Background: an optimization exercise with open tools, aiming at small area, a short achievable clock period and few clock cycles. Do not read the settings as production practice.
The RTL was checked by simulation tests, not by an equivalence proof against the original design.

==> flow/design.v <==
module ce_errx (
    input  wire         clk,
    input  wire         rst,
    input  wire         start,
    output reg          done,
    input  wire         voa,
    input  wire [31:0]  y,
    input  wire [2:0]   seq,
    input  wire [7:0]   dseq,
    input  wire [2:0]   dlag,
    input  wire [2:0]   dsh,
    input  wire         ext,
    input  wire [31:0]  yavg_in,
    input  wire [31:0]  m_in,
    input  wire [31:0]  refv,
    input  wire         ref_ok,
    input  wire [15:0]  kref,
    input  wire [31:0]  yfloor,
    input  wire [31:0]  target,
    output wire [15:0]  e,
    output reg  [31:0]  yavg_out,
    output reg  [31:0]  m_out,
    output reg          wd
);
    localparam [1:0] S_IDLE = 2'd0,
                     S_MUL  = 2'd1,
                     S_DIV  = 2'd2;
    reg  [1:0]  state;
    reg  [2:0]  cnt;
    reg  [4:0]  rem;       
    reg  [14:0] quo;       
    reg         satr;      
    reg         posq;      
    reg  [17:0] tx;        
    reg  [47:0] acc;       
    reg  [39:0] den;       
    reg         neg;       
    reg         ydo;       
    wire        idle  = (state == S_IDLE);
    wire        yc    = (state == S_MUL) & ydo;    
    wire        smode = idle | yc;
    function [79:0] csa(input [39:0] a, input [39:0] b, input [39:0] c);
        csa = {(a & b) | (a & c) | (b & c), a ^ b ^ c};
    endfunction
    wire        bw      = y[5:0] < yavg_in[5:0];
    wire [2:0]  lag_idx = seq - dlag;
    wire        wl      = dseq[lag_idx];
    wire [39:0] y40  = {8'd0, y};
    wire [39:0] a40  = {8'd0, yavg_in};
    wire [39:0] m40  = {{8{m_in[31]}}, m_in};
    wire [39:0] mm40 = m40 << dsh;
    wire [39:0] yh40 = {14'd0, y[31:6]};
    wire [39:0] ah40 = {14'd0, yavg_in[31:6]};
    wire        sw = wl & ~yc;
    wire [39:0] o1 = yc ? a40  : sw ? y40   : ~y40;
    wire [39:0] o2 = yc ? yh40 : sw ? ~a40  : a40;
    wire [39:0] o3 = yc ? ~ah40 : sw ? ~yh40 : yh40;
    wire [39:0] o4 = yc ? {40{bw}} : sw ? ah40 : ~ah40;
    wire [39:0] o5 = yc ? 40'd0 : ~m40;
    wire [39:0] o6 = yc ? 40'd0 : mm40;
    wire        k1 = ~yc;
    wire        k2 = ~yc & (wl | ~bw);
    wire        k3 = ~yc & wl & bw;
    wire [79:0] c1 = csa(o1, o2, o3);
    wire [79:0] c2 = csa(o4, o5, o6);
    wire [79:0] c3 = csa(c1[39:0], {c1[78:40], k1}, c2[39:0]);
    wire [79:0] c4 = csa(c3[39:0], {c3[78:40], k2}, {c2[78:40], k3});
    wire [39:0] s_x = c4[39:0];
    wire [39:0] s_y = {c4[78:40], 1'b0};
    always @(posedge clk) begin
        if (idle & voa)
            yavg_out <= yavg_in;
        else if (yc)
            yavg_out <= t3[31:0];
        wd <= ~voa & dseq[seq];
    end
    wire [3:0] kd [0:3];
    assign kd[0] = kref[3:0];
    assign kd[1] = kref[7:4];
    assign kd[2] = kref[11:8];
    assign kd[3] = kref[15:12];
    wire [2:0]  klead = (kd[3] != 4'd0) ? 3'd3 : (kd[2] != 4'd0) ? 3'd2 : 3'd1;
    reg  [3:0]  dnext;     
    wire [3:0]  dig = idle ? ((ref_ok & ~voa) ? kd[klead[1:0]] : 4'd0) : dnext;
    wire [47:0] pp0 = voa ? {16'd0, target} : dig[0] ? {16'd0, refv} : 48'd0;
    wire [47:0] pp1 = voa ? ~{16'd0, y}     : dig[1] ? {15'd0, refv, 1'b0} : 48'd0;
    wire [47:0] pp2 = dig[2] ? {14'd0, refv, 2'b0} : 48'd0;
    wire [47:0] pp3 = dig[3] ? {13'd0, refv, 3'b0} : 48'd0;
    wire [47:0] pa  = idle ? 48'd0 : {acc[43:0], 4'b0};
    wire [47:0] ms0 = pp0 ^ pp1 ^ pp2;
    wire [47:0] mc0 = {((pp0[46:0] & pp1[46:0]) | (pp0[46:0] & pp2[46:0]) | (pp1[46:0] & pp2[46:0])), voa};
    wire [47:0] ms1 = ms0 ^ mc0 ^ pp3;
    wire [47:0] mc1 = {((ms0[46:0] & mc0[46:0]) | (ms0[46:0] & pp3[46:0]) | (mc0[46:0] & pp3[46:0])), 1'b0};
    wire [47:0] ms2 = ms1 ^ mc1 ^ pa;
    wire [47:0] mc2 = {((ms1[46:0] & mc1[46:0]) | (ms1[46:0] & pa[46:0]) | (mc1[46:0] & pa[46:0])), 1'b0};
    wire [47:0] mul_nx = ms2 + mc2;
    wire [31:0] yf_nz = {yfloor[31:1], yfloor[0] | (yfloor == 32'd0)};
    wire [48:0] zf  = {~{9'd0, yfloor}, 8'd0};
    wire [48:0] cs1 = {1'b0, ms2} ^ {1'b0, mc2} ^ zf;
    wire [48:0] cc1 = {((ms2 & mc2) | (ms2 & zf[47:0]) | (mc2 & zf[47:0])), 1'b0};
    wire [48:0] dgt = cs1 + cc1;
    wire        p_gt = ~dgt[48];
    wire [39:0] r_el  = p_gt ? mul_nx[47:8] : {8'd0, yf_nz};
    wire [39:0] r_voa = (target > yfloor) ? {8'd0, target} : {8'd0, yf_nz};
    wire [39:0] r_div = idle ? r_voa : r_el;
    wire signed [39:0] m_sh  = $signed(den) >>> dsh;
    wire        m_hi  = ~m_sh[39] & (m_sh[38:31] != 8'h00);
    wire        m_lo  =  m_sh[39] & (m_sh[38:31] != 8'hff);
    wire [31:0] m_val = m_hi ? 32'h7fffffff : m_lo ? 32'h80000000 : m_sh[31:0];
    wire [32:0] n_sel = idle ? mul_nx[32:0] : {m_val[31], m_val};
    wire [31:0] n_mag = n_sel[32] ? -n_sel[31:0] : n_sel[31:0];
    wire [40:0] i1 = {acc[39:0], 1'b0};
    wire [41:0] t1 = {1'b0, i1} + ~{2'b00, den} + 42'd1;
    wire        q1 = ~t1[41];
    wire [39:0] a1 = q1 ? t1[39:0] : i1[39:0];
    wire [40:0] i2 = {a1, 1'b0};
    wire [41:0] t2 = {1'b0, i2} + ~{2'b00, den} + 42'd1;
    wire        q2 = ~t2[41];
    wire [39:0] a2 = q2 ? t2[39:0] : i2[39:0];
    wire [40:0] i3 = {a2, 1'b0};
    wire [41:0] x3 = smode ? {2'b00, s_x} : {1'b0, i3};
    wire [41:0] y3 = smode ? {2'b00, s_y} : ~{2'b00, den};
    wire [41:0] t3 = x3 + y3 + 42'd1;
    wire        q3 = ~t3[41];
    wire [39:0] a3 = q3 ? t3[39:0] : i3[39:0];
    reg  [39:0] hmask;     
    integer h;
    always @* begin
        hmask[39] = 1'b1;
        for (h = 38; h >= 0; h = h - 1)
            hmask[h] = hmask[h + 1] & ~den[h + 1];
    end
    wire [45:0] i1s  = {i1, 5'd0};
    wire        skip = (rem >= 5'd6) && (i1s[45:40] == 6'd0) && ((i1s[39:0] & hmask) == 40'd0);
    wire [15:0] qv  = satr ? (neg ? 16'h8000 : 16'h7fff) : {1'b0, quo};
    wire [17:0] qx  = posq ? {2'b00, qv} : {2'b11, ~qv};
    wire [17:0] es  = qx + tx + {17'd0, ~posq};
    assign e = (es[17:15] == 3'b000 || es[17:15] == 3'b111) ? es[15:0]
             : (es[17] ? 16'h8000 : 16'h7fff);
    wire        sat = (rem == 5'd15) && (acc[39:0] >= den);
    wire        n_neg  = n_sel[32];
    wire        tneg   = ~voa & ext;
    wire [17:0] tx_nx  = voa ? 18'd0 : (({{2{target[15]}}, target[15:0]} ^ {18{tneg}}) + {17'd0, tneg});
    task load_common;
        begin
            den   <= r_div;
            neg   <= n_neg;
            quo   <= 15'd0;
            acc   <= {16'd0, n_mag};
            rem   <= 5'd15;
            satr  <= 1'b0;
        end
    endtask
    always @(posedge clk) begin
        posq <= voa ? ~neg : (ext ^ neg);
        tx   <= tx_nx;
    end
    always @(posedge clk) begin
        if (rst) begin
            state <= S_IDLE;
            done  <= 1'b0;
        end else begin
            done <= 1'b0;
            case (state)
                S_IDLE: if (start) begin
                    if (voa) begin
                        m_out <= m_in;
                        load_common;
                        state <= S_DIV;
                    end else begin
                        den   <= t3[39:0];
                        acc   <= mul_nx;
                        cnt   <= klead - 3'd1;
                        dnext <= ref_ok ? kd[klead[1:0] - 2'd1] : 4'd0;
                        ydo   <= 1'b1;
                        state <= S_MUL;
                    end
                end
                S_MUL: begin
                    ydo <= 1'b0;
                    dnext <= ref_ok ? kd[cnt[1:0] - 2'd1] : 4'd0;
                    if (cnt == 3'd0) begin
                        m_out <= m_val;
                        load_common;
                        state <= S_DIV;
                    end else begin
                        acc <= mul_nx;
                        cnt <= cnt - 3'd1;
                    end
                end
                default: begin
                    if (sat) begin
                        satr  <= 1'b1;
                        done  <= 1'b1;
                        state <= S_IDLE;
                    end else if (skip) begin
                        acc <= {8'd0, i1s[39:0]};
                        quo <= {quo[8:0], 6'd0};
                        rem <= rem - 5'd6;
                        if (rem == 5'd6) begin
                            done  <= 1'b1;
                            state <= S_IDLE;
                        end
                    end else begin
                        acc <= {8'd0, a3};
                        quo <= {quo[11:0], q1, q2, q3};
                        rem <= rem - 5'd3;
                        if (rem == 5'd3) begin
                            done  <= 1'b1;
                            state <= S_IDLE;
                        end
                    end
                end
            endcase
        end
    end
endmodule
==> flow/flow/run.sh <==
#!/bin/bash
# The standard layout (standard.sh, unchanged), with the input and
# output ports buffered by sky130_fd_sc_hd__buf_1 cells instead of the
# default delay-buffer cells. All make/OpenROAD/Yosys output goes to
# standard.log in this folder.
set -euo pipefail
export BUFFER_PORTS_ARGS="-buffer_cell sky130_fd_sc_hd__buf_1"
# repair_timing aims at 7 ns of setup slack (a 10 ns period)
export SETUP_SLACK_MARGIN=7
bash standard.sh > standard.log 2>&1
==> flow/standard.sh <==
#!/bin/bash
# synth_recipe.tcl (not shown) runs the flow's synth.tcl, then flattens the netlist and writes it again
# the make line also repeats each setting of config.mk as NAME=value (left out here)
make -C /OpenROAD-flow-scripts/flow DESIGN_CONFIG=/design/flow/config.mk WORK_HOME=/design/flow/orfs CLKGATE_MAP_FILE= SYNTH_SCRIPT=/design/flow/synth_recipe.tcl "${@:-finish}"
==> flow/config.mk <==
export PLATFORM = sky130hd
export DESIGN_NAME = ce_errx
export DESIGN_NICKNAME = ce_errx
export VERILOG_FILES = /design/flow/design.v
export SDC_FILE = /design/flow/constraint.sdc
export NUM_CORES = 4
export LEC_CHECK = 0
export ABC_AREA = 1
export CAP_MARGIN = 20
export CORE_MARGIN = 2
export CORE_UTILIZATION = 60
export PLACE_DENSITY = 0.75
export SLEW_MARGIN = 20
==> flow/constraint.sdc <==
create_clock -name core_clock -period 17.0 [get_ports {clk}]
set_input_delay 3.4000 -clock core_clock [delete_from_list [all_inputs] [get_ports {clk}]]
set_output_delay 3.4000 -clock core_clock [all_outputs]
set_load 0.01 [all_outputs]
==> reports/results.ini, run 1 <==
[timing]
grt_setup_unrepaired=true
finalCritPeriodShare_pct=59.4
finalSetupViolCount=0
max_freq_mhz=99.0
hold_viol=0
slew_headroom_pct=23.0
setup_tns_ps=0
skew_ps=13.9
maxSlewViolCount=0
tightest_slew_ps=1140
fin_ws_ps=6900
period_minus_slack_ps=10100

[worst_setup_path]
arrival_ps=10550
crit_path_start_kind=input pin
cp_max_fo=15
path_common_cell=nand2_1
required_ps=17460
cp_slowest_stage_delay_ps=570
end_kind=flop
cpMaxStageDelayCell=fa_2
critical_path_class=in -> reg
r2r_slack_ps=6920

[final_layout]
layout_common_cells=nand2_1 (1,276), inv_1 (923), o21ai_0 (508)
utilization_pct=67.0
regArea_um2=5810
layout_commonest_cell=nand2_1
multi_input_area_um2=29500
fill_cells=5731
drive_gt1_share_pct=6.56
nets=6827
areaGrowthSynthToFinish_pct=10.4

[floorplan]
ios=313
coreArea_um2=64600
die_h_um=260
placementRows=93
die_w_um=260
dieArea_um2=67400
start_util_pct=60.7

[global_routing]
grt_overflow=0
grt_max_degree=96
antenna_found_initial=14
grt_pass1_vias=41300
grtUsageTotal_pct=52.4
grt_pass1_wl_um=260000

[cts]
cts.clk_slew.worst_paths_ps=70
cts_buffers=26
clk_latency_ps=590
cts_tree=done
clock-sinks=201
cts_hold_buf=0
cts_root_buf=clkbuf_16
h-tree-depth=1
clk_path_buf_depth=3

[routing]
vias_per_cell=6.46
ant_nets=0
drc_errors=0
drt-total-wl_um=182000
drt-initial-drc-count=7197
drt_first_pass_iters=14
wire_per_inst_um=26.6
dr_total_vias=44300

[placed_design]
io_buffers=312
dp_hpwl_um=143000
gp_congestion=1.08
dp_slack_ps=4830

[synthesis]
synth.area.top_cells=fa_1 (14%), edfxtp_1 (14%), nand2_1 (12%), ha_1 (11%), inv_1 (8.9%)
yosys_warnings=1
ys_types=76
syn_inst=5733
synth_area_um2=39200
synthFlopType=edfxtp_1
synth.top_cell.area_share_pct=14.5
ys_seq_elements=201
avgSynthCellArea_um2=6.84
synth_edf_count=178
ys_seq_area_share_pct=14.8
ys_async_sr_fraction_pct=0
synth_largest_area_cell=fa_1
syn-num-nets=6586

[job]
cap_violations=0

[worst_hold_path]
hold_class=reg -> reg

[run_status]
status=complete, no violations

==> sequential cells by signal (all words and copies together) (netlist names) <==
name and flops:
acc 44, den 40, m_out 32, yavg_out 32, tx 18, quo 15, rem 5, dnext 4
cnt 3, state 2, done 1, neg 1, posq 1, satr 1, wd 1, ydo 1
==> through the flow <==
step                area [um2]  instances  hold WS (ps)
floorplan                39200       5733           472
global placement         40800       6720           487
detailed placement       40800       6720           506
CTS                      42300       6799           510
global route             43200       6852           529
finish                   43300       6858           506
==> repair_timing <==
item	CTS	global route
hold endpoints to repair	0	0
pin swaps	10	41
buffers inserted	23	38
resized for setup	60	135
setup endpoints to repair	107	79
gates cloned	8	6
==> area by class of cell <==
type                            count  share of cell area [%]
Antenna cell                        9                  0.0521
Clock buffer                       30                    1.71
Clock inverter                     18                   0.414
Inverter                          955                    8.43
Multi-Input combinational cell   4367                    68.2
Sequential cell                   201                    13.4
Tap cell                          855                    2.47
Timing Repair Buffer              421                    5.26
Timing Repair inverter              2                  0.0347
==> cells by family after synthesis <==
family | count (synthesis) | share of synthesized area (%)
simple gates | 2080 | 21.8
compound gates | 1408 | 20.6
buf+inv | 1171 | 11.7
fa+ha+maj | 622 | 25.3
xor+xnor | 207 | 4.62
flops | 201 | 14.8
mux | 44 | 1.16
==> worst paths after layout <==
| kind | from | to | cells past startpoint |
|---|---|---|---|
| hold reg to reg | state[0] | state[0] | 2 |
| setup reg to reg | acc[1] | acc[26] | 48 |
| setup / recovery | dlag[0] | acc[26] | 37 |
| hold / removal | state[0] | state[0] | 2 |
==> per-layer routing <==
layer  vias up  GRT usage, %  wire length (um)
met2      3574          76.3             74100
met3       823          21.2             29500
met1     20400          63.6             62400
met4        10          35.3             16100
li1      19400             -                 -
met5         -          1.14               162
==> worst max-delay path, delay by kind of cell <==
kind                     cells  cell delay, ps
AO/OA/AOI/OAI                9            2020
adder cells (fa/ha/maj)      6            2690
buffers and inverters        6             790
multiplexers                 2             380
AND/OR/NAND/NOR             14            1200
==> cells in the mapped netlist, types with 11 or more instances <==
master / instances
buf_4: 11
or2_2: 23
buf_2: 34
xor2_1: 126
xnor2_1: 81
nand3_1: 171
o21a_1: 57
a22oi_1: 17
fa_1: 283
edfxtp_1: 178
o21ai_2: 21
buf_1: 22
ha_1: 339
inv_2: 11
a221oi_1: 11
o21bai_1: 16
nor3_1: 37
clkbuf_1: 139
nand2_2: 18
mux2i_1: 42
dfxtp_1: 23
o21ai_1: 45
a31oi_1: 80
nand4_1: 48
o211ai_1: 59
a211oi_1: 12
nor4_1: 22
inv_1: 934
nor2_1: 425
o22ai_1: 91
nand2_1: 1290
a21oi_1: 375
o31ai_1: 13
o21ai_0: 545
Testbench counts, summed over its fixed seeds: cycles 9,585.
==> inputs of run 2 (changes only) <==
--- a/flow/config.mk
+++ b/flow/config.mk
@@ -8,6 +8,6 @@
 export ABC_AREA = 1
 export CAP_MARGIN = 20
 export CORE_MARGIN = 2
-export CORE_UTILIZATION = 60
-export PLACE_DENSITY = 0.75
+export CORE_UTILIZATION = 40
+export PLACE_DENSITY = 0.6
 export SLEW_MARGIN = 20
==> run 2 against run 1 <==
Effect of this change: still clean; synthesized area is the same; cell count grew 6.5%; sequential share of layout area shrank 0.32 points; worst setup slack gained 78 ps; maximum frequency grew 0.78%; non-clock buffer count grew 30; critical path type unchanged; largest cell class unchanged; highest routed layer unchanged.
==> reports/results.ini, run 2 <==
[global_routing]
grt_pass1_wl_um=263000  ; +1.2%
grt_overflow=0  ; unchanged
antenna_found_initial=14  ; unchanged
grtUsageTotal_pct=36.0  ; -16 points
grt_max_degree=97  ; +1.0%
grt_pass1_vias=39400  ; -4.5%

[worst_hold_path]
whs_endpoint=state[0]
hold_class=reg -> reg
min_path_cells=2  ; unchanged
worst_hold_startpoint=state[0]

[worst_setup_path]
required_ps=17440  ; -20 ps
critical_path_class=in -> reg
r2r_slack_ps=7290  ; +370 ps
cp_max_fo=7  ; -8
cpMaxStageDelayCell=fa_1
reg2regPathDepth=47  ; -2.1%
end_kind=flop
cp_slowest_stage_delay_ps=570  ; about the same
path_common_cell=buf_12
crit_start=seq[0]
crit_path_start_kind=input pin
reg2reg_to=acc[39]
timing.rr.start=den[1]
arrival_ps=10460  ; -90 ps

[timing]
slew_headroom_pct=16.5  ; -6.5 points
grt_setup_unrepaired=true
period_minus_slack_ps=10020  ; -78.1 ps
finalSetupViolCount=0  ; unchanged
setup_tns_ps=0  ; unchanged
maxSlewViolCount=0  ; unchanged
tightest_slew_ps=1250  ; +110 ps
max_freq_mhz=99.8  ; +0.78%
finalCritPeriodShare_pct=58.9  ; -0.46 points
skew_ps=20.7  ; +6.85 ps
hold_viol=0  ; unchanged

[final_layout]
nets=6859  ; +0.47%
layout_common_cells=nand2_1 (1,253), inv_1 (920), o21ai_0 (506)
final_cell_count_no_fill=7307  ; +6.5%
drive_gt1_share_pct=7.78  ; +1.2 points
max_flop_register=acc
largest_register_ffs=44  ; unchanged
layout_commonest_cell=nand2_1
largestRegisters=acc (44), den (40)
fill_cells=10200  ; +79%
areaGrowthSynthToFinish_pct=13.0

[floorplan]
start_util_pct=40.5  ; -20 points
dieArea_um2=101000  ; +49%
die_w_um=317  ; +22%
coreArea_um2=96900  ; +50%
placementRows=114  ; +23%
die_h_um=317  ; +22%
ios=313  ; unchanged

[placed_design]
io_buffers=312  ; unchanged
post-place-cells=7147  ; +6.4%
gp_congestion=1.03  ; -4.4%
dp_hpwl_um=153000  ; +7.3%

[cts]
clk_path_buf_depth=3  ; unchanged
h-tree-depth=1  ; unchanged
cts_tree=done
clock-sinks=201  ; unchanged
clk_latency_ps=630  ; +40 ps
cts.clk_slew.worst_paths_ps=60  ; about the same
cts_buffers=27  ; +3.8%
cts_root_buf=clkbuf_16

[synthesis]
syn-num-nets=6586  ; unchanged
ys_seq_elements=201  ; unchanged
synth.area.top_cells=fa_1 (14%), edfxtp_1 (14%), nand2_1 (12%), ha_1 (11%), inv_1 (8.9%)
synthFlopType=edfxtp_1
synth_area_um2=39200  ; unchanged
ys_async_sr_fraction_pct=0  ; unchanged
syn_inst=5733  ; unchanged
synthTopCellsByCount=nand2_1 (1,290), inv_1 (934), o21ai_0 (545)
synth_largest_area_cell=fa_1
ys_seq_area_share_pct=14.8  ; unchanged
ys_types=76  ; unchanged
synth.top_cell.area_share_pct=14.5  ; unchanged
avgSynthCellArea_um2=6.84  ; unchanged
yosysMostFrequentCell=nand2_1
synth_edf_count=178  ; unchanged
yosys_warnings=1  ; unchanged

[routing]
dr_total_vias=42300  ; -4.5%
drt-initial-drc-count=4990  ; -31%
drc_errors=0  ; unchanged
drt-total-wl_um=188000  ; +3.2%
ant_nets=0  ; unchanged
drt_first_pass_iters=8  ; -6
wire_per_inst_um=25.7  ; -3.2%
vias_per_cell=5.79  ; -10%

[job]
cap_violations=0  ; unchanged

[run_status]
status=complete, no violations

run 2: cell counts after synthesis:
Identical to the previous run, type by type.
run 2: layout make-up:
| type | instances | area [um2] | share of cell area [%] |
|---|---|---|---|
| Multi-Input combinational cell | 4366 | 29700 | 67.0 |
| Sequential cell | 201 | 5810 | 13.1 |
| Inverter | 955 | 3660 | 8.26 |
| Timing Repair Buffer | 451 | 2610 | 5.89 |
| Tap cell | 1276 | 1600 | 3.60 |
| Clock buffer | 37 | 788 | 1.78 |
| Clock inverter | 12 | 100 | 0.226 |
| Timing Repair inverter | 4 | 38.8 | 0.0875 |
| Antenna cell | 5 | 12.5 | 0.0282 |
run 2: per-layer routing:
| layer | global-route usage [%] | up-vias | share of wire (%) |
|---|---|---|---|
| li1 | - | 19500 | - |
| met1 | 48.3 | 20100 | 41 |
| met2 | 55.6 | 2252 | 43 |
| met3 | 8.19 | 457 | 11 |
| met4 | 15.7 | 8 | 5.8 |
| met5 | 0 | - | 0.031 |
run 2: stage by stage:
stage / area, um2 / util (%) / worst slack, ps / hold slack [ps]
5_1_grt: 44300 / 45.7 / 6850 / 555
4_1_cts: 42900 / 44.3 / 6970 / 515
3_5_place_dp: 41400 / 42.7 / 4520 / 500
6_report: 44300 / 45.8 / 6980 / 514
2_1_floorplan: 39200 / - / 7110 / 472
3_3_place_gp: 41400 / 42.7 / 4590 / 495
run 2: critical path: cells and delay by family:
family	cells	cell delay [ps]
buffers and inverters	11	1280
AO/OA/AOI/OAI	8	940
adder cells (fa/ha/maj)	6	2470
AND/OR/NAND/NOR	13	1510
multiplexers	1	400
XOR/XNOR	2	390
run 2: how the worst max path moves through the flow:
stage	endpoint	cells past startpoint
floorplan	acc[38]	38
global placement	den[25]	31
detailed placement	den[25]	31
CTS	acc[25]	38
global route	acc[39]	41
finish	acc[39]	41
run 2: what timing repair did:
item                                    in CTS  in global routing
endpoints found under the setup margin     104                 92
resized for setup                           65                211
endpoints found under the hold margin        0                  0
pin swaps                                   11                 82
setup buffers                               27                 60
gates cloned                                 8                 11
hold buffers                                 0                  0
run 2: kinds of logic (layout without fill, tap and decap cells):
group,Yosys count,count (layout),share of synthesized area [%]
mux,44,44,1.16
compound gates,1408,1408,20.6
fa+ha+maj,622,622,25.3
xor+xnor,207,207,4.62
buf+inv,1171,1459,11.7
flops,201,201,14.8
other cells,0,5,0
simple gates,2080,2085,21.8
==> inputs of run 3 (changes only) <==
--- a/flow/design.v
+++ b/flow/design.v
@@ -52,10 +52,10 @@
     wire [39:0] yh40 = {14'd0, y[31:6]};
     wire [39:0] ah40 = {14'd0, yavg_in[31:6]};
     wire        sw = wl & ~yc;
-    wire [39:0] o1 = yc ? a40  : sw ? y40   : ~y40;
-    wire [39:0] o2 = yc ? yh40 : sw ? ~a40  : a40;
-    wire [39:0] o3 = yc ? ~ah40 : sw ? ~yh40 : yh40;
-    wire [39:0] o4 = yc ? {40{bw}} : sw ? ah40 : ~ah40;
+    wire [39:0] o1 = a40 ^ {40{sw}};
+    wire [39:0] o2 = yh40 ^ {40{sw}};
+    wire [39:0] o3 = ~ah40 ^ {40{sw}};
+    wire [39:0] o4 = yc ? {40{bw}} : (y40 ^ {40{~sw}});
     wire [39:0] o5 = yc ? 40'd0 : ~m40;
     wire [39:0] o6 = yc ? 40'd0 : mm40;
     wire        k1 = ~yc;
--- a/flow/config.mk
+++ b/flow/config.mk
@@ -9,5 +9,5 @@
 export CAP_MARGIN = 20
 export CORE_MARGIN = 2
 export CORE_UTILIZATION = 40
-export PLACE_DENSITY = 0.6
+export PLACE_DENSITY = 0.7
 export SLEW_MARGIN = 20
==> run 3 against run 2 <==
Effect of this change: still clean; die area is 1.8% lower; register-to-register slack is essentially flat; count of clock-buffer cells in the layout is 8 lower; cell area decreased by 2.7%; largest cell class unchanged.
==> reports/results.ini, run 3 <==
[cts]
clk_path_buf_depth=3  ; unchanged
cts_tree=done
clock-sinks=201  ; unchanged
cts.clk_slew.worst_paths_ps=70  ; about the same
h-tree-depth=1  ; unchanged
clk_latency_ps=640  ; about the same
cts_root_buf=clkbuf_16
cts_buffers=26  ; -3.7%

[timing]
grt_setup_unrepaired=true
tightest_slew_ps=1300  ; +48.8 ps
period_minus_slack_ps=9840  ; -182 ps
hold_ws_ps=559  ; +45.9 ps
setup_tns_ps=0  ; unchanged
finalSetupViolCount=0  ; unchanged
max_freq_mhz=102  ; +1.9%
hold_viol=0  ; unchanged
slew_headroom_pct=12.3  ; -4.2 points
finalCritPeriodShare_pct=57.9  ; -1.1 points
maxSlewViolCount=0  ; unchanged
skew_ps=43.6  ; +22.9 ps

[final_layout]
largest_register_ffs=44  ; unchanged
final_cell_count_no_fill=7216  ; -1.2%
layout_commonest_cell=nand2_1
largestRegisters=acc (44), den (40)
nets=6735  ; -1.8%
max_flop_register=acc
areaGrowthSynthToFinish_pct=12.0
fill_cells=9950  ; -2.8%
drive_gt1_share_pct=6.23  ; -1.6 points
layout_common_cells=nand2_1 (1,286), inv_1 (841), o21ai_0 (535)

[floorplan]
coreArea_um2=95200  ; -1.8%
start_util_pct=40.5  ; about the same
placementRows=113  ; -0.88%
die_h_um=314  ; -0.88%
die_w_um=314  ; -0.88%
dieArea_um2=98800  ; -1.8%
ios=313  ; unchanged

[worst_setup_path]
crit_path_start_kind=input pin
end_kind=flop
cp_max_fo=15  ; +8
worst-path-stages=30  ; -27%
reg2regPathDepth=43  ; -8.5%
critical_path_class=in -> reg
arrival_ps=10210  ; -250 ps
crit_buf_inv=8  ; -3
cp_top_family=adder cells
required_ps=17380  ; -60 ps
path_common_cell=inv_1
cp_slowest_stage_delay_ps=490  ; -80 ps
cpMaxStageDelayCell=fa_1

[global_routing]
antenna_found_initial=14  ; unchanged
grt_pass1_vias=39800  ; +0.93%
grtUsageTotal_pct=36.4  ; +0.32 points
grt_pass1_wl_um=263000  ; -0.11%
grt_overflow=0  ; unchanged
grt_max_degree=92  ; -5.2%

[synthesis]
avgSynthCellArea_um2=6.77  ; -1.1%
ys_async_sr_fraction_pct=0  ; unchanged
synthTopCellsByCount=nand2_1 (1,301), inv_1 (851), o21ai_0 (554)
yosysMostFrequentCell=nand2_1
synth_edf_count=178  ; unchanged
synth_largest_area_cell=edfxtp_1
syn-num-nets=6502  ; -1.3%
ys_types=76  ; unchanged
synth_area_um2=38500  ; -1.8%
ys_seq_area_share_pct=15.1  ; +0.27 points
yosys_warnings=1  ; unchanged
synth.area.top_cells=edfxtp_1 (14%), nand2_1 (13%), fa_1 (12%), ha_1 (11%), inv_1 (8.3%)
synthFlopType=edfxtp_1
ys_seq_elements=201  ; unchanged
synth.top_cell.area_share_pct=13.9  ; -0.57 points
syn_inst=5692  ; -0.72%

[placed_design]
post-place-cells=7098  ; -0.69%
dp_hpwl_um=154000  ; +0.73%
gp_congestion=1.04  ; +0.30%
io_buffers=312  ; unchanged

[run_status]
status=complete, no violations

[routing]
wire_per_inst_um=25.6  ; -0.35%
ant_nets=0  ; unchanged
vias_per_cell=5.82  ; +0.54%
dr_total_vias=42000  ; -0.71%
drt-total-wl_um=185000  ; -1.6%
drc_errors=0  ; unchanged
drt_first_pass_iters=6  ; -2
drt-initial-drc-count=4893  ; -1.9%

[worst_hold_path]
min_path_cells=2  ; unchanged
hold_class=reg -> reg

[job]
cap_violations=0  ; unchanged

-- run 3: worst paths after layout --
path / end / slack [ps] / startpoint
worst min register to register: quo[12] / 560 / quo[9]
worst min-delay path: quo[12] / 560 / quo[9]
worst max-delay path: acc[18] / 7160 / seq[0]
worst max register to register: acc[9] / 7290 / acc[1]
-- run 3: layer usage --
layer | track usage [%] | vias to the layer above | share of wire (%)
met4 | 19.2 | 2 | 6.1
li1 | - | 19300 | -
met3 | 6.79 | 387 | 11
met5 | 0 | - | 0.0070
met1 | 48.2 | 19900 | 40
met2 | 56.3 | 2404 | 43
-- run 3: area by class of cell --
class / instances / area (um2) / area share, %
clock inverters: 17 / 246 / 0.572
well taps: 1265 / 1580 / 3.67
multi-input cells: 4400 / 29300 / 67.9
repair buffers: 420 / 2160 / 5.01
flip-flops and latches: 201 / 5810 / 13.5
clock buffers: 29 / 662 / 1.54
diodes: 8 / 20.0 / 0.0464
repair inverters: 3 / 23.8 / 0.0551
inverters: 873 / 3320 / 7.71
-- run 3: timing repair --
item / CTS / global route
hold buffers: 0 / 0
pin swaps: 3 / 32
gates cloned: 6 / 2
endpoints found under the hold margin: 0 / 0
gates resized for setup: 55 / 142
endpoints found under the setup margin: 98 / 84
setup buffers: 8 / 46
-- run 3: cell families (layout without fill, tap and decap cells) --
family	after synthesis	in the layout	share of synthesized area (%)
DFF	201	201	15.1
adders and majority gates	597	597	23.9
AOI/OAI and AO/OA	1389	1389	20.4
other	0	8	0
and+or+nand+nor	2063	2065	21.6
buffers and inverters	1094	1342	10.9
xor gates and xnor gates	318	318	7.23
muxes	30	31	0.786
-- run 3: worst register-to-register path, delay by kind of cell, from the launching register on --
kind            cells  cell delay [ps]
xor+xnor            1              170
simple gates       16             2610
buf+inv             5             1100
fa+ha+maj           3             1050
compound gates     18             4010
flops               1              530
-- run 3: metrics by stage --
step | setup WS, ps | cell area, um2 | util (%)
3_3_place_gp | 4840 | 40800 | 42.9
6_report | 7160 | 43100 | 45.3
3_5_place_dp | 4780 | 40800 | 42.9
5_1_grt | 6950 | 43100 | 45.3
4_1_cts | 7010 | 42100 | 44.2
2_1_floorplan | 7030 | 38500 | -
Testbench counts of run 3, summed over its fixed seeds: cycles 9,585.
==> inputs of run 4 (changes only) <==
--- a/flow/config.mk
+++ b/flow/config.mk
@@ -9,5 +9,5 @@
 export CAP_MARGIN = 20
 export CORE_MARGIN = 2
 export CORE_UTILIZATION = 40
-export PLACE_DENSITY = 0.7
+export PLACE_DENSITY = 0.5
 export SLEW_MARGIN = 20
==> run 4 against run 3 <==
Effect of this change: first-iteration DRC count increased by 2.0%; still clean; highest routed layer is now met4; cell area increased by 0.51%; worst setup slack got worse by 130 ps; critical endpoint is now acc[11].
==> reports/results.ini, run 4 <==
[timing]
finalSetupViolCount=0  ; unchanged
slew_headroom_pct=9.95  ; -2.4 points
tightest_slew_ps=1340  ; +35.2 ps
maxSlewViolCount=0  ; unchanged
grt_setup_unrepaired=true
finalCritPeriodShare_pct=58.6  ; +0.75 points
skew_ps=26.5  ; -17.1 ps
period_minus_slack_ps=9960  ; +127 ps
setup_tns_ps=0  ; unchanged
max_freq_mhz=100  ; -1.3%
fin_ws_ps=7040  ; -127 ps
hold_viol=0  ; unchanged

[synthesis]
ys_types=76  ; unchanged
yosys_warnings=1  ; unchanged
synth_largest_area_cell=edfxtp_1
synth.top_cell.area_share_pct=13.9  ; unchanged
syn_inst=5692  ; unchanged
synth.area.top_cells=edfxtp_1 (14%), nand2_1 (13%), fa_1 (12%), ha_1 (11%), inv_1 (8.3%)
ys_seq_area_share_pct=15.1  ; unchanged
yosysMostFrequentCell=nand2_1
avgSynthCellArea_um2=6.77  ; unchanged
synthFlopType=edfxtp_1
syn-num-nets=6502  ; unchanged
synthTopCellsByCount=nand2_1 (1,301), inv_1 (851), o21ai_0 (554)
synth_area_um2=38500  ; unchanged
ys_seq_elements=201  ; unchanged
ys_async_sr_fraction_pct=0  ; unchanged
synth_edf_count=178  ; unchanged

[worst_setup_path]
cp_max_fo=8  ; -7
cp_slowest_stage_delay_ps=530  ; +40 ps
required_ps=17480  ; +100 ps
critical_path_class=in -> reg
arrival_ps=10440  ; +230 ps
end_kind=flop
cpMaxStageDelayCell=fa_1
crit_path_start_kind=input pin

[global_routing]
grt_overflow=0  ; unchanged
grt_pass1_vias=39300  ; -1.3%
antenna_found_initial=14  ; unchanged
grt_pass1_wl_um=271000  ; +3.3%
grtUsageTotal_pct=38.0  ; +1.6 points
grt_max_degree=85  ; -7.6%

[final_layout]
nets=6738  ; +0.045%
fill_cells=10200  ; +2.5%
largest_register_ffs=44  ; unchanged
largestRegisters=acc (44), den (40)
layout_common_cells=nand2_1 (1,288), inv_1 (841), o21ai_0 (537)
areaGrowthSynthToFinish_pct=12.5
max_flop_register=acc
layout_commonest_cell=nand2_1
drive_gt1_share_pct=7.01  ; +0.78 points

[routing]
dr_total_vias=41500  ; -1.1%
drt_first_pass_iters=6  ; unchanged
drt-initial-drc-count=4990  ; +2.0%
drt-total-wl_um=192000  ; +3.8%
ant_nets=0  ; unchanged
wire_per_inst_um=26.6  ; +3.7%
drc_errors=0  ; unchanged
vias_per_cell=5.75  ; -1.2%

[floorplan]
dieArea_um2=98800  ; unchanged
die_h_um=314  ; unchanged
start_util_pct=40.5  ; unchanged
ios=313  ; unchanged
die_w_um=314  ; unchanged
coreArea_um2=95200  ; unchanged
placementRows=113  ; unchanged

[cts]
cts.clk_slew.worst_paths_ps=60  ; about the same
cts_tree=done
h-tree-depth=1  ; unchanged
cts_root_buf=clkbuf_16
clk_latency_ps=630  ; about the same
clk_path_buf_depth=3  ; unchanged
clock-sinks=201  ; unchanged
cts_buffers=29  ; +12%

[placed_design]
gp_congestion=1.02  ; -1.4%
dp_slack_ps=4670  ; -112 ps
io_buffers=312  ; unchanged
dp_hpwl_um=159000  ; +3.3%

[run_status]
status=complete, no violations

[worst_hold_path]
hold_class=reg -> reg

[job]
cap_violations=0  ; unchanged

==> run 4: cell counts after synthesis <==
Identical to the previous run, type by type.
==> run 4: layout make-up <==
class                      count  area, um2  share of cell area (%)
antenna                        7       17.5                  0.0404
clock buffer                  33        751                    1.73
clock inverter                21        190                   0.439
inverter                     873       3350                    7.72
multi-input combinational   4398      29400                    67.8
sequential                   201       5810                    13.4
tap                         1265       1580                    3.65
timing repair buffer         423       2260                    5.21
timing repair inverter         2       23.8                  0.0549
==> run 4: worst paths after layout <==
check	slack (ps)	cells past startpoint	endpoint	startpoint
worst max register to register	7370	45	acc[11]	den[1]
worst min-delay path	560	2	quo[14]	quo[11]
worst max-delay path	7040	33	acc[11]	seq[0]
worst min register to register	560	2	quo[14]	quo[11]
==> run 4: repair_timing <==
| item | in CTS | in global routing |
|---|---|---|
| gates cloned | 5 | 2 |
| resized for setup | 50 | 178 |
| setup endpoints to repair | 91 | 79 |
| hold buffers | 0 | 0 |
| setup buffers | 9 | 34 |
| pin swaps | 5 | 39 |
==> run 4: kinds of logic (layout without fill, tap and decap cells) <==
group | count (synthesis) | after routing | share of synthesized area, %
AND/OR/NAND/NOR | 2063 | 2064 | 21.6
AO/OA/AOI/OAI | 1389 | 1389 | 20.4
buffers and inverters | 1094 | 1352 | 10.9
adder cells (fa/ha/maj) | 597 | 597 | 23.9
XOR/XNOR | 318 | 318 | 7.23
flip-flops | 201 | 201 | 15.1
multiplexers | 30 | 30 | 0.786
other | 0 | 7 | 0
==> run 4: metrics by stage <==
stage	cell area (um2)	hold WS (ps)	cells	util, %
floorplan	38500	476	5692	-
global placement	40900	568	7111	43.0
detailed placement	40900	558	7111	43.0
CTS	42200	567	7179	44.4
global route	43300	577	7218	45.5
finish	43300	561	7223	45.5
==> run 4: routing by layer <==
layer,track usage [%],vias to the layer above,part of all wire [%]
met4,19.1,0,5.8
met1,51.7,19900,42
met2,57.4,2051,43
met3,6.99,284,9.8
met5,0,-,0
li1,-,19200,-
==> run 4: worst max-delay path: cells and delay by family <==
kind	cells	cell delay, ps
AO/OA/AOI/OAI	10	1890
AND/OR/NAND/NOR	7	1090
multiplexers	1	420
buffers and inverters	6	670
XOR/XNOR	3	520
adder cells (fa/ha/maj)	6	2380
==> inputs of run 5 (changes only) <==
--- a/flow/config.mk
+++ b/flow/config.mk
@@ -5,9 +5,8 @@
 export SDC_FILE = /design/flow/constraint.sdc
 export NUM_CORES = 4
 export LEC_CHECK = 0
-export ABC_AREA = 1
 export CAP_MARGIN = 20
 export CORE_MARGIN = 2
 export CORE_UTILIZATION = 40
-export PLACE_DENSITY = 0.5
+export PLACE_DENSITY = 0.6
 export SLEW_MARGIN = 20
==> run 5 against run 4 <==
Effect of this change: still clean on timing, DRC and antenna; synthesized cell count down 13%; sequential share of layout area fell by 0.81 points; clock skew is 5.0 ps lower; core utilization is 2.3 points higher; sequential cell count stayed put; critical path depth is 1 lower; first-iteration DRC count increased by 17%; register-to-register slack worse by 280 ps; largest cell class unchanged.
==> reports/results.ini, run 5 <==
[routing]
dr_wl_met2_um=83200  ; +1.2%
dr_total_vias=42100  ; +1.3%
drt-initial-drc-count=5840  ; +17%
wire_per_inst_um=31.3  ; +18%
wl_met3_um=25900  ; +37%
drt-total-wl_um=207000  ; +8.1%
vias_per_cell=6.34  ; +10%
ant_nets=0  ; unchanged
drc_errors=0  ; unchanged
wirelength_met1_um=80400  ; +0.85%
highest_layer=met5
drt_first_pass_iters=9  ; +3

[global_routing]
grt_pass1_vias=38900  ; -0.87%
grt_pass1_wl_um=287000  ; +5.7%
grt_overflow=0  ; unchanged
grt_max_degree=86  ; +1.2%
grtUsageTotal_pct=40.1  ; +2.2 points
antenna_found_initial=15  ; +1

[synthesis]
syn_inst=4968  ; -13%
synthTopCellsByCount=nand2_1 (543), inv_1 (469), a21oi_1 (456)
yosysMostFrequentCell=nand2_1
yosys_warnings=1  ; unchanged
synth_area_um2=38800  ; +0.87%
ys_types=99  ; +30%
syn-num-nets=5778  ; -11%
synth.area.top_cells=edfxtp_1 (14%), fa_1 (12%), ha_1 (11%), a21oi_1 (5.9%), xnor2_1 (5.8%)
avgSynthCellArea_um2=7.82  ; +16%
synth_edf_count=178  ; unchanged
synth_largest_area_cell=edfxtp_1
synthFlopType=edfxtp_1
ys_async_sr_fraction_pct=0  ; unchanged
ys_seq_area_share_pct=14.9  ; -0.13 points
ys_seq_elements=201  ; unchanged
synth.top_cell.area_share_pct=13.8  ; -0.12 points

[worst_setup_path]
cpMaxStageDelayCell=fa_2
reg2regPathDepth=40  ; -11%
timing.rr.start=den[22]
end_kind=flop
required_ps=17370  ; -110 ps
critical_path_class=in -> reg
cp_max_fo=5  ; -3
reg2reg_to=acc[4]
crit_path_start_kind=input pin
cp_slowest_stage_delay_ps=560  ; +30 ps
arrival_ps=10530  ; +90 ps
r2r_slack_ps=7090  ; -280 ps

[timing]
skew_ps=21.6  ; -4.97 ps
finalSetupViolCount=0  ; unchanged
setup_tns_ps=0  ; unchanged
period_minus_slack_ps=10160  ; +191 ps
slew_headroom_pct=14.9  ; +5.0 points
maxSlewViolCount=0  ; unchanged
grt_setup_unrepaired=true
hold_viol=0  ; unchanged
max_freq_mhz=98.5  ; -1.9%
tightest_slew_ps=1270  ; -69.3 ps
hold_ws_ps=554  ; -6.95 ps
finalCritPeriodShare_pct=59.7  ; +1.1 points

[cts]
cts_hold_buf=0  ; unchanged
clk_path_buf_depth=3  ; unchanged
cts_root_buf=clkbuf_16
clk_latency_ps=630  ; about the same
clock-sinks=201  ; unchanged
cts_tree=done
cts.clk_slew.worst_paths_ps=70  ; about the same
cts_buffers=26  ; -10%
h-tree-depth=1  ; unchanged

[placed_design]
gp_congestion=1.12  ; +9.6%
placed_area_um2=41600  ; +1.8%
io_buffers=312  ; unchanged
dp_hpwl_um=165000  ; +3.2%

[worst_hold_path]
hold_class=reg -> reg
min_path_cells=1  ; -1
whs_endpoint=posq
worst_hold_startpoint=neg

[job]
cap_violations=0  ; unchanged

[run_status]
status=complete, no violations

[final_layout]
finish.instance_area_um2=46100  ; +6.4%
max_flop_register=acc
areaGrowthSynthToFinish_pct=18.7
layout_commonest_cell=nand2_1
largest_register_ffs=44  ; unchanged
layout_common_cells=nand2_1 (531), inv_1 (455), nor2_1 (433)
fill_cells=9757  ; -4.4%
largestRegisters=acc (44), den (40)
drive_gt1_share_pct=13.8  ; +6.8 points
nets=6147  ; -8.8%

[floorplan]
die_h_um=316  ; +0.43%
die_w_um=316  ; +0.43%
start_util_pct=40.3  ; -0.19 points
placementRows=114  ; +0.88%
ios=313  ; unchanged
coreArea_um2=96400  ; +1.3%
dieArea_um2=99600  ; +0.86%

## run 5: cell count changes after synthesis, moves of 55 or more
cell	previous run	this run
xnor2_1	115	258
mux2i_1	28	126
nand3_1	147	80
and2_1	3	67
o21ai_0	554	332
xor2_1	203	94
a21oi_1	387	456
o22ai_1	94	39
a21o_1	13	112
nand2_1	1301	543
inv_1	851	469
## run 5: repair_timing
| item | 4_1_cts | 5_1_grt |
|---|---|---|
| gates cloned | 6 | 7 |
| gates resized for setup | 223 | 221 |
| setup endpoints to repair | 110 | 96 |
| buffers inserted | 63 | 92 |
| pin swaps | 73 | 124 |
## run 5: worst max-delay path: cells and delay by family
family | cells | cell delay [ps]
xor gates and xnor gates | 2 | 360
AOI/OAI and AO/OA | 11 | 2460
and+or+nand+nor | 2 | 170
adders and majority gates | 6 | 2660
buffers and inverters | 9 | 720
muxes | 2 | 720
## run 5: cell type report
class,count,area [um2],share of cell area [%]
timing repair buffer,590,3750,8.14
clock buffer,31,754,1.64
multi-input combinational,4044,32300,69.9
clock inverter,17,146,0.317
sequential,201,5810,12.6
tap,1276,1600,3.46
antenna,6,15.0,0.0326
inverter,474,1800,3.91
## run 5: how the worst max path moves through the flow
stage / from / to / slack, ps / cells after the start
final: seq[0] / acc[36] / 6840 / 32
after global routing: seq[0] / acc[38] / 6570 / 32
after CTS: seq[0] / acc[20] / 6800 / 32
after detailed placement: seq[0] / acc[4] / 4730 / 31
after global placement: seq[0] / acc[4] / 4760 / 31
after floorplan: kref[13] / acc[10] / 7000 / 28
## run 5: cell families after synthesis
group	Yosys count	synth area share, %
buffers and inverters	724	7.14
DFF	201	14.9
AOI/OAI and AO/OA	1440	23.6
adders and majority gates	589	23.5
muxes	185	5.69
xor gates and xnor gates	352	7.94
and+or+nand+nor	1477	17.2
## run 5: metal layers
metal	vias to the layer above	global-route usage (%)
met1	20300	53.4
met2	2781	56.9
li1	18300	-
met5	-	0.142
met3	624	10.8
met4	18	26.4
## run 5: stage by stage
step | std cells | setup slack, ps | utilization, %
finish | 6639 | 6840 | 47.8
global route | 6634 | 6570 | 47.8
CTS | 6534 | 6800 | 45.8
detailed placement | 6417 | 4730 | 43.2
global placement | 6416 | 4760 | 43.2
floorplan | 4968 | 7000 | -
==> inputs of run 6 (changes only) <==
--- a/flow/config.mk
+++ b/flow/config.mk
@@ -5,6 +5,7 @@
 export SDC_FILE = /design/flow/constraint.sdc
 export NUM_CORES = 4
 export LEC_CHECK = 0
+export ABC_AREA = 1
 export CAP_MARGIN = 20
 export CORE_MARGIN = 2
 export CORE_UTILIZATION = 40
==> run 6 against run 5 <==
Effect of this change: still clean; cell area is 6.3% lower; non-clock buffer count is 159 lower; maximum frequency is 3.6% higher; critical endpoint is now acc[11]; largest cell class unchanged; highest routed layer unchanged.
==> reports/results.ini, run 6 <==
[run_status]
status=complete, no violations

[final_layout]
regArea_um2=5810  ; unchanged
multi_input_area_um2=29300  ; -9.2%
nets=6750  ; +9.8%
largest_register_ffs=44  ; unchanged
layout_common_cells=nand2_1 (1,290), inv_1 (843), o21ai_0 (529)
largestRegisters=acc (44), den (40)
layout_commonest_cell=nand2_1
max_flop_register=acc
finish.instance_area_um2=43200  ; -6.3%
fill_cells=10100  ; +3.8%
drive_gt1_share_pct=6.54  ; -7.3 points
areaGrowthSynthToFinish_pct=12.3

[synthesis]
synth_largest_area_cell=edfxtp_1
synth_area_um2=38500  ; -0.86%
ys_seq_area_share_pct=15.1  ; +0.13 points
ys_async_sr_fraction_pct=0  ; unchanged
synth_edf_count=178  ; unchanged
synth.area.top_cells=edfxtp_1 (14%), nand2_1 (13%), fa_1 (12%), ha_1 (11%), inv_1 (8.3%)
yosysMostFrequentCell=nand2_1
synthFlopType=edfxtp_1
syn_inst=5692  ; +15%
synth.top_cell.area_share_pct=13.9  ; +0.12 points
yosys_warnings=1  ; unchanged
ys_seq_elements=201  ; unchanged
syn-num-nets=6502  ; +13%
ys_types=76  ; -23%
avgSynthCellArea_um2=6.77  ; -13%
synthTopCellsByCount=nand2_1 (1,301), inv_1 (851), o21ai_0 (554)

[placed_design]
io_buffers=312  ; unchanged
dp_hpwl_um=158000  ; -4.3%
placed_area_um2=40900  ; -1.8%
gp_congestion=1.06  ; -5.4%
dp_slack_ps=4660  ; -67.0 ps

[timing]
finalCritPeriodShare_pct=57.6  ; -2.1 points
hold_ws_ps=560  ; +5.72 ps
hold_viol=0  ; unchanged
grt_setup_unrepaired=true
maxSlewViolCount=0  ; unchanged
tightest_slew_ps=1220  ; -47.3 ps
slew_headroom_pct=17.8  ; +2.9 points
period_minus_slack_ps=9800  ; -356 ps
max_freq_mhz=102  ; +3.6%
finalSetupViolCount=0  ; unchanged
setup_tns_ps=0  ; unchanged
fin_ws_ps=7200  ; +356 ps
skew_ps=33.5  ; +12.0 ps

[worst_setup_path]
cp_slowest_stage_delay_ps=580  ; +20 ps
crit_buf_inv=9  ; unchanged
critical_path_class=in -> reg
arrival_ps=10160  ; -370 ps
crit_path_start_kind=input pin
end_kind=flop
cp_top_family=adder cells
required_ps=17360  ; about the same
cpMaxStageDelayCell=fa_2
path_common_cell=nand2_1
cp_max_fo=8  ; +3

[cts]
clk_path_buf_depth=3  ; unchanged
cts.clk_slew.worst_paths_ps=80  ; about the same
cts_root_buf=clkbuf_16
clk_latency_ps=630  ; about the same
h-tree-depth=1  ; unchanged
cts_tree=done
clock-sinks=201  ; unchanged
cts_buffers=28  ; +7.7%
cts_hold_buf=0  ; unchanged

[global_routing]
grt_pass1_vias=39300  ; +0.85%
grt_pass1_wl_um=267000  ; -6.8%
grtUsageTotal_pct=37.2  ; -3.0 points
grt_overflow=0  ; unchanged
grt_max_degree=90  ; +4.7%
antenna_found_initial=13  ; -2

[routing]
drt_first_pass_iters=6  ; -3
drt-initial-drc-count=4988  ; -15%
drc_errors=0  ; unchanged
dr_total_vias=41500  ; -1.5%
ant_nets=0  ; unchanged
drt-total-wl_um=189000  ; -8.9%
wire_per_inst_um=26.1  ; -16%
vias_per_cell=5.73  ; -9.5%

[job]
cap_violations=0  ; unchanged

[worst_hold_path]
hold_class=reg -> reg

[floorplan]
die_w_um=314  ; -0.43%
ios=313  ; unchanged
dieArea_um2=98800  ; -0.85%
placementRows=113  ; -0.88%
start_util_pct=40.5  ; +0.19 points
coreArea_um2=95200  ; -1.3%
die_h_um=314  ; -0.43%

## run 6: cell types whose count changed after synthesis, moves of 67 or more
cell and delta:
o21ai_0 +222, nand3_1 +67, xnor2_1 -143, xor2_1 +109, a21o_1 -99, a21oi_1 -69
inv_1 +382, mux2i_1 -98, nand2_1 +758
## run 6: layout make-up
type	count	share of cell area, %
multi-input cells	4400	67.8
flip-flops and latches	201	13.4
inverters	873	7.70
repair buffers	431	5.25
well taps	1265	3.66
clock buffers	35	1.80
clock inverters	15	0.223
repair inverters	5	0.148
diodes	4	0.0232
## run 6: logic make-up after synthesis
kind of cell             count (synthesis)  share of synthesized area [%]
AND/OR/NAND/NOR                       2063                           21.6
AO/OA/AOI/OAI                         1389                           20.4
buffers and inverters                 1094                           10.9
adder cells (fa/ha/maj)                597                           23.9
XOR/XNOR                               318                           7.23
flip-flops                             201                           15.1
multiplexers                            30                          0.786
## run 6: final timing paths
path              endpoint  cells after the start  slack [ps]    from
hold reg to reg    quo[12]                      2         560  quo[9]
setup / recovery   acc[11]                     36        7200  seq[0]
hold / removal     quo[12]                      2         560  quo[9]
setup reg to reg   acc[11]                     46        7380  den[2]
## run 6: through the flow
step | instances | utilization [%]
detailed placement | 7106 | 42.9
floorplan | 5692 | -
global route | 7226 | 45.4
finish | 7229 | 45.4
CTS | 7170 | 44.3
global placement | 7105 | 42.9
## run 6: worst register-to-register path: cells and delay by family, from the launching register on
family | cells | cell delay, ps
AND/OR/NAND/NOR | 21 | 2990
buffers and inverters | 5 | 1110
flip-flops | 1 | 390
AO/OA/AOI/OAI | 17 | 3810
adder cells (fa/ha/maj) | 3 | 1090
## run 6: repair_timing
item	CTS	global route
resized for setup	60	153
pin swaps	4	12
gates cloned	6	4
endpoints found under the setup margin	99	76
buffers inserted	8	51
## run 6: routing by layer
metal | share of wire [%] | track usage, % | wire, um
met1 | 41 | 50.0 | 76700
met4 | 5.9 | 18.2 | 11200
met5 | 0.014 | 0 | 26
met2 | 44 | 58.0 | 82400
met3 | 9.9 | 5.76 | 18600
==> inputs of run 7 (changes only) <==
--- a/flow/config.mk
+++ b/flow/config.mk
@@ -6,8 +6,8 @@
 export NUM_CORES = 4
 export LEC_CHECK = 0
 export ABC_AREA = 1
-export CAP_MARGIN = 20
+export CAP_MARGIN = 0
 export CORE_MARGIN = 2
 export CORE_UTILIZATION = 40
 export PLACE_DENSITY = 0.6
-export SLEW_MARGIN = 20
+export SLEW_MARGIN = 0
==> run 7 against run 6 <==
Effect of this change: via count about the same; die area unchanged; maximum frequency about the same; still clean on timing, DRC and antenna; critical path type unchanged; register-to-register slack improved by 70 ps.
==> reports/results.ini, run 7 <==
[synthesis]
ys_seq_elements=201  ; unchanged
avgSynthCellArea_um2=6.77  ; unchanged
synthTopCellsByCount=nand2_1 (1,301), inv_1 (851), o21ai_0 (554)
synth_edf_count=178  ; unchanged
ys_async_sr_fraction_pct=0  ; unchanged
yosysMostFrequentCell=nand2_1
synth_area_um2=38500  ; unchanged
synthFlopType=edfxtp_1
synth.area.top_cells=edfxtp_1 (14%), nand2_1 (13%), fa_1 (12%), ha_1 (11%), inv_1 (8.3%)
syn_inst=5692  ; unchanged
ys_types=76  ; unchanged
synth_largest_area_cell=edfxtp_1
syn-num-nets=6502  ; unchanged
ys_seq_area_share_pct=15.1  ; unchanged
yosys_warnings=1  ; unchanged
synth.top_cell.area_share_pct=13.9  ; unchanged

[timing]
period_minus_slack_ps=9800  ; -3.07 ps
maxSlewViolCount=0  ; unchanged
skew_ps=21.5  ; -12.0 ps
slew_headroom_pct=11.9  ; -5.9 points
max_freq_mhz=102  ; about the same
tightest_slew_ps=1310  ; +87.3 ps
finalSetupViolCount=0  ; unchanged
grt_setup_unrepaired=true
setup_tns_ps=0  ; unchanged
fin_ws_ps=7200  ; +3.07 ps
finalCritPeriodShare_pct=57.6  ; about the same
hold_viol=0  ; unchanged

[worst_setup_path]
crit_path_start_kind=input pin
crit_buf_inv=3  ; -6
required_ps=17360  ; about the same
cp_max_fo=39  ; +31
critical_path_class=in -> reg
path_common_cell=nand2_1
end_kind=flop
cpMaxStageDelayCell=nor2_1
cp_top_family=simple AND/OR/NAND/NOR gates
arrival_ps=10160  ; about the same
r2r_slack_ps=7450  ; +70 ps
cp_slowest_stage_delay_ps=650  ; +70 ps
reg2regPathDepth=43  ; -6.5%
worst-path-stages=30  ; -17%

[cts]
cts_buffers=28  ; unchanged
clk_path_buf_depth=3  ; unchanged
cts_tree=done
h-tree-depth=1  ; unchanged
cts_hold_buf=0  ; unchanged
clk_latency_ps=630  ; about the same
cts_root_buf=clkbuf_16
clock-sinks=201  ; unchanged
cts.clk_slew.worst_paths_ps=60  ; -20 ps

[global_routing]
grt_pass1_vias=39400  ; +0.43%
antenna_found_initial=13  ; unchanged
grt_overflow=0  ; unchanged
grt_pass1_wl_um=268000  ; +0.34%
grt_max_degree=90  ; unchanged
grtUsageTotal_pct=37.3  ; +0.11 points

[routing]
drt_first_pass_iters=6  ; unchanged
drt-initial-drc-count=4645  ; -6.9%
wire_per_inst_um=26.1  ; -0.14%
dr_total_vias=41400  ; -0.0072%
drt-total-wl_um=188000  ; -0.39%
ant_nets=0  ; unchanged
drc_errors=0  ; unchanged
vias_per_cell=5.75  ; +0.24%

[final_layout]
layout_common_cells=nand2_1 (1,295), inv_1 (844), o21ai_0 (535)
largestRegisters=acc (44), den (40)
final_cell_count_no_fill=7211  ; -0.25%
nets=6732  ; -0.27%
areaGrowthSynthToFinish_pct=11.6
largest_register_ffs=44  ; unchanged
drive_gt1_share_pct=5.87  ; -0.67 points
layout_commonest_cell=nand2_1
max_flop_register=acc

[run_status]
status=complete, no violations

[floorplan]
dieArea_um2=98800  ; unchanged
placementRows=113  ; unchanged
coreArea_um2=95200  ; unchanged
die_h_um=314  ; unchanged
die_w_um=314  ; unchanged
start_util_pct=40.5  ; unchanged
ios=313  ; unchanged

[placed_design]
dp_hpwl_um=158000  ; about the same
io_buffers=312  ; unchanged
dp_slack_ps=4670  ; +12.4 ps
gp_congestion=1.06  ; unchanged
post-place-cells=7105  ; -0.014%

[job]
cap_violations=0  ; unchanged

[worst_hold_path]
hold_class=reg -> reg
min_path_cells=2  ; unchanged

## run 7: cell counts after synthesis
Identical to the previous run, type by type.
## run 7: routing by layer
layer  GRT usage [%]  share of wire, %
met1            49.5                40
met2            57.6                43
met3            7.09                11
met4            18.9               5.9
met5               0             0.035
## run 7: per-stage QoR
step           util, %  cell area, um2  hold slack, ps
4_1_cts           44.4           42200             562
5_1_grt           45.2           43000             621
3_5_place_dp      42.9           40800             547
6_report          45.2           43000             554
2_1_floorplan        -           38500             476
3_3_place_gp      42.9           40800             537
## run 7: kinds of logic after synthesis
logic type	synth area share, %
XOR/XNOR	7.23
AO/OA/AOI/OAI	20.4
multiplexers	0.786
AND/OR/NAND/NOR	21.6
flip-flops	15.1
adder cells (fa/ha/maj)	23.9
buffers and inverters	10.9
## run 7: what timing repair did
item	CTS	global route
endpoints found under the setup margin	101	81
setup buffers	12	35
gates resized for setup	58	112
hold endpoints to repair	0	0
pin swaps	5	17
gates cloned	5	0
## run 7: worst register-to-register path: cells and delay by family (launching register included)
kind / cells / cell delay [ps]
DFF: 1 / 390
adders and majority gates: 3 / 1060
muxes: 1 / 170
and+or+nand+nor: 14 / 1930
buffers and inverters: 4 / 670
AOI/OAI and AO/OA: 21 / 5060
## run 7: final timing paths
path / to / start
worst max register to register: acc[28] / den[2]
worst max-delay path: acc[32] / y[5]
worst min register to register: quo[12] / quo[9]
worst min-delay path: quo[12] / quo[9]
## run 7: final cells by class
| class | count | area, um2 |
|---|---|---|
| tap | 1265 | 1580 |
| clock inverter | 14 | 140 |
| multi-input combinational | 4398 | 29200 |
| clock buffer | 37 | 786 |
| sequential | 201 | 5810 |
| timing repair inverter | 2 | 15.0 |
| inverter | 873 | 3330 |
| fill | 10200 | 52200 |
| antenna | 3 | 7.51 |
| timing repair buffer | 418 | 2140 |
==> inputs of run 8 (changes only) <==
--- a/flow/flow/run.sh
+++ b/flow/flow/run.sh
@@ -5,6 +5,6 @@
 # standard.log in this folder.
 set -euo pipefail
 export BUFFER_PORTS_ARGS="-buffer_cell sky130_fd_sc_hd__buf_1"
-# repair_timing aims at 7 ns of setup slack (a 10 ns period)
-export SETUP_SLACK_MARGIN=7
+# repair_timing aims at 7.5 ns of setup slack (a 9.5 ns period)
+export SETUP_SLACK_MARGIN=7.5
 bash standard.sh > standard.log 2>&1
--- a/flow/config.mk
+++ b/flow/config.mk
@@ -6,8 +6,8 @@
 export NUM_CORES = 4
 export LEC_CHECK = 0
 export ABC_AREA = 1
-export CAP_MARGIN = 0
+export CAP_MARGIN = 20
 export CORE_MARGIN = 2
 export CORE_UTILIZATION = 40
 export PLACE_DENSITY = 0.6
-export SLEW_MARGIN = 0
+export SLEW_MARGIN = 20
==> run 8 against run 7 <==
Effect of this change: critical path depth rose by 4; sequential cell count did not move; clock skew fell by 1.6 ps; non-clock buffer count rose by 71; worst setup slack improved by 160 ps; maximum frequency rose by 1.6%; count of clock-buffer cells in the layout fell by 8; global-route usage rose by 0.86 points; sequential share of layout area fell by 0.52 points; cell count rose by 1.0%; core utilization rose by 1.8 points; largest cell class unchanged; wire length rose by 3.1%; still clean on timing, DRC and antenna.
==> reports/results.ini, run 8 <==
[timing]
slew_headroom_pct=14.7  ; +2.7 points
hold_viol=0  ; unchanged
finalSetupViolCount=0  ; unchanged
period_minus_slack_ps=9640  ; -159 ps
finalCritPeriodShare_pct=56.7  ; -0.93 points
max_freq_mhz=104  ; +1.6%
maxSlewViolCount=0  ; unchanged

[placed_design]
placed_area_um2=40900  ; about the same
gp_congestion=1.01  ; -5.1%
dp_hpwl_um=159000  ; +0.74%
io_buffers=312  ; unchanged

[synthesis]
synth_edf_count=178  ; unchanged
ys_types=76  ; unchanged
yosys_warnings=1  ; unchanged
synth_largest_area_cell=edfxtp_1
synthFlopType=edfxtp_1
synth_area_um2=38500  ; unchanged

[worst_setup_path]
reg2regPathDepth=45  ; +4.7%
required_ps=17350  ; about the same
critical_path_class=in -> reg
reg2reg_to=acc[32]
end_kind=flop
arrival_ps=9990  ; -170 ps
crit_path_start_kind=input pin
cp_max_fo=7  ; -82%

[routing]
vias_per_cell=5.79  ; +0.67%
drt_first_pass_iters=6  ; unchanged
dr_total_vias=42200  ; +1.7%
drt-initial-drc-count=4513  ; -2.8%
wire_per_inst_um=26.6  ; +2.0%

[final_layout]
layout_commonest_cell=nand2_1
areaGrowthSynthToFinish_pct=16.1
largest_register_ffs=44  ; unchanged
regArea_um2=5810  ; unchanged
layout_common_cells=nand2_1 (1,266), inv_1 (837), o21ai_0 (510)
multi_input_area_um2=30100  ; +3.1%
finish.instance_area_um2=44700  ; +4.0%

[cts]
h-tree-depth=1  ; unchanged
cts.clk_slew.worst_paths_ps=60  ; about the same

[floorplan]
dieArea_um2=98800  ; unchanged
die_h_um=314  ; unchanged
ios=313  ; unchanged
start_util_pct=40.5  ; unchanged

[global_routing]
grt_pass1_wl_um=273000  ; +1.9%
antenna_found_initial=15  ; +2

[run_status]
status=complete, no violations

[worst_hold_path]
min_path_cells=2  ; unchanged
worst_hold_startpoint=quo[9]

run 8: worst max path at each step:
| stage | cells after the start | start | endpoint | slack [ps] |
|---|---|---|---|---|
| 2_1_floorplan | 33 | seq[0] | acc[38] | 7500 |
| 3_3_place_gp | 33 | seq[0] | acc[32] | 4760 |
| 3_5_place_dp | 33 | seq[0] | acc[32] | 4680 |
| 4_1_cts | 35 | seq[0] | acc[11] | 7400 |
| 5_1_grt | 37 | seq[0] | acc[11] | 7060 |
| 6_report | 34 | seq[0] | acc[11] | 7360 |
run 8: repair_timing:
| item | 4_1_cts | 5_1_grt |
|---|---|---|
| pin swaps | 59 | 83 |
| cloned | 11 | 3 |
| resized for setup | 207 | 190 |
| setup buffers | 63 | 50 |
| setup endpoints to repair | 111 | 98 |
run 8: routing by layer:
layer | GRT usage [%] | part of all wire [%] | up-vias | routed length [um]
met4 | 22.5 | 6.8 | 8 | 13100
met2 | 58.2 | 43 | 2243 | 82900
met5 | 0 | 0.029 | - | 56
li1 | - | - | 19400 | -
met3 | 7.93 | 10 | 394 | 20200
met1 | 49.7 | 40 | 20100 | 77700
run 8: cell type report:
type / count / share of cell area [%]
antenna: 5 / 0.0280
timing repair inverter: 4 / 0.0952
clock buffer: 29 / 1.53
timing repair buffer: 489 / 6.63
sequential: 201 / 13.0
inverter: 873 / 7.47
tap: 1265 / 3.54
clock inverter: 20 / 0.473
multi-input combinational: 4399 / 67.2
run 8: through the flow:
stage                     worst slack [ps]  utilization, %  hold WS, ps  cells
after global placement                4760            42.9          536   7102
after detailed placement              4680            42.9          548   7102
final                                 7360            47.0          557   7285
after CTS                             7400            45.6          563   7225
after global routing                  7060            47.0          593   7280
after floorplan                       7500               -          476   5692
run 8: critical path: cells and delay by family:
| family | cells | cell delay [ps] |
|---|---|---|
| and+or+nand+nor | 8 | 980 |
| xor gates and xnor gates | 3 | 510 |
| AOI/OAI and AO/OA | 9 | 1450 |
| adders and majority gates | 6 | 2330 |
| muxes | 1 | 420 |
| buffers and inverters | 7 | 850 |
run 8: cell families (layout without fill, tap and decap cells):
family | Yosys count | count (layout) | share of synthesized area, %
xor+xnor | 318 | 318 | 7.23
compound gates | 1389 | 1389 | 20.4
simple gates | 2063 | 2065 | 21.6
fa+ha+maj | 597 | 597 | 23.9
other cells | 0 | 5 | 0
mux | 30 | 30 | 0.786
flops | 201 | 201 | 15.1
buf+inv | 1094 | 1415 | 10.9

-- port drivers added, routing unchanged --
Ports are ideal in the flow. The routed layouts listed here were re-timed in OpenROAD. Step 1 (the two cells are an assumption about what drives the block):
set clk [get_ports {clk}]
set_driving_cell -lib_cell sky130_fd_sc_hd__clkbuf_16 $clk
set_driving_cell -lib_cell sky130_fd_sc_hd__buf_2 [delete_from_list [all_inputs] $clk]
Step 2 moves the port delays by t, midway between the first and last clock arrival at a register: inputs arrive t later, outputs are due t later. That takes back most of the time a late clock gives input paths. a / b / c = ideal ports / drivers / drivers and shift; a / b = the first two.
| run | t (ns) | slack for setup (ns) | worst register clock-pin slew, ns |
|---|---|---|---|
| run 1 | 0.659 | 6.902 / 6.918 / 6.277 | 0.07 / 0.07 |
| run 2 | 0.691 | 6.980 / 7.014 / 6.323 | 0.08 / 0.08 |
| run 3 | 0.692 | 7.163 / 7.212 / 6.520 | 0.07 / 0.07 |
| run 4 | 0.692 | 7.035 / 7.065 / 6.374 | 0.07 / 0.07 |
| run 5 | 0.698 | 6.844 / 6.880 / 6.183 | 0.08 / 0.08 |
| run 6 | 0.681 | 7.200 / 7.249 / 6.568 | 0.08 / 0.08 |
| run 7 | 0.694 | 7.203 / 7.253 / 6.559 | 0.08 / 0.08 |
| run 8 | 0.680 | 7.362 / 7.392 / 6.712 | 0.07 / 0.07 |
After both steps setup and hold are still met in every run listed.
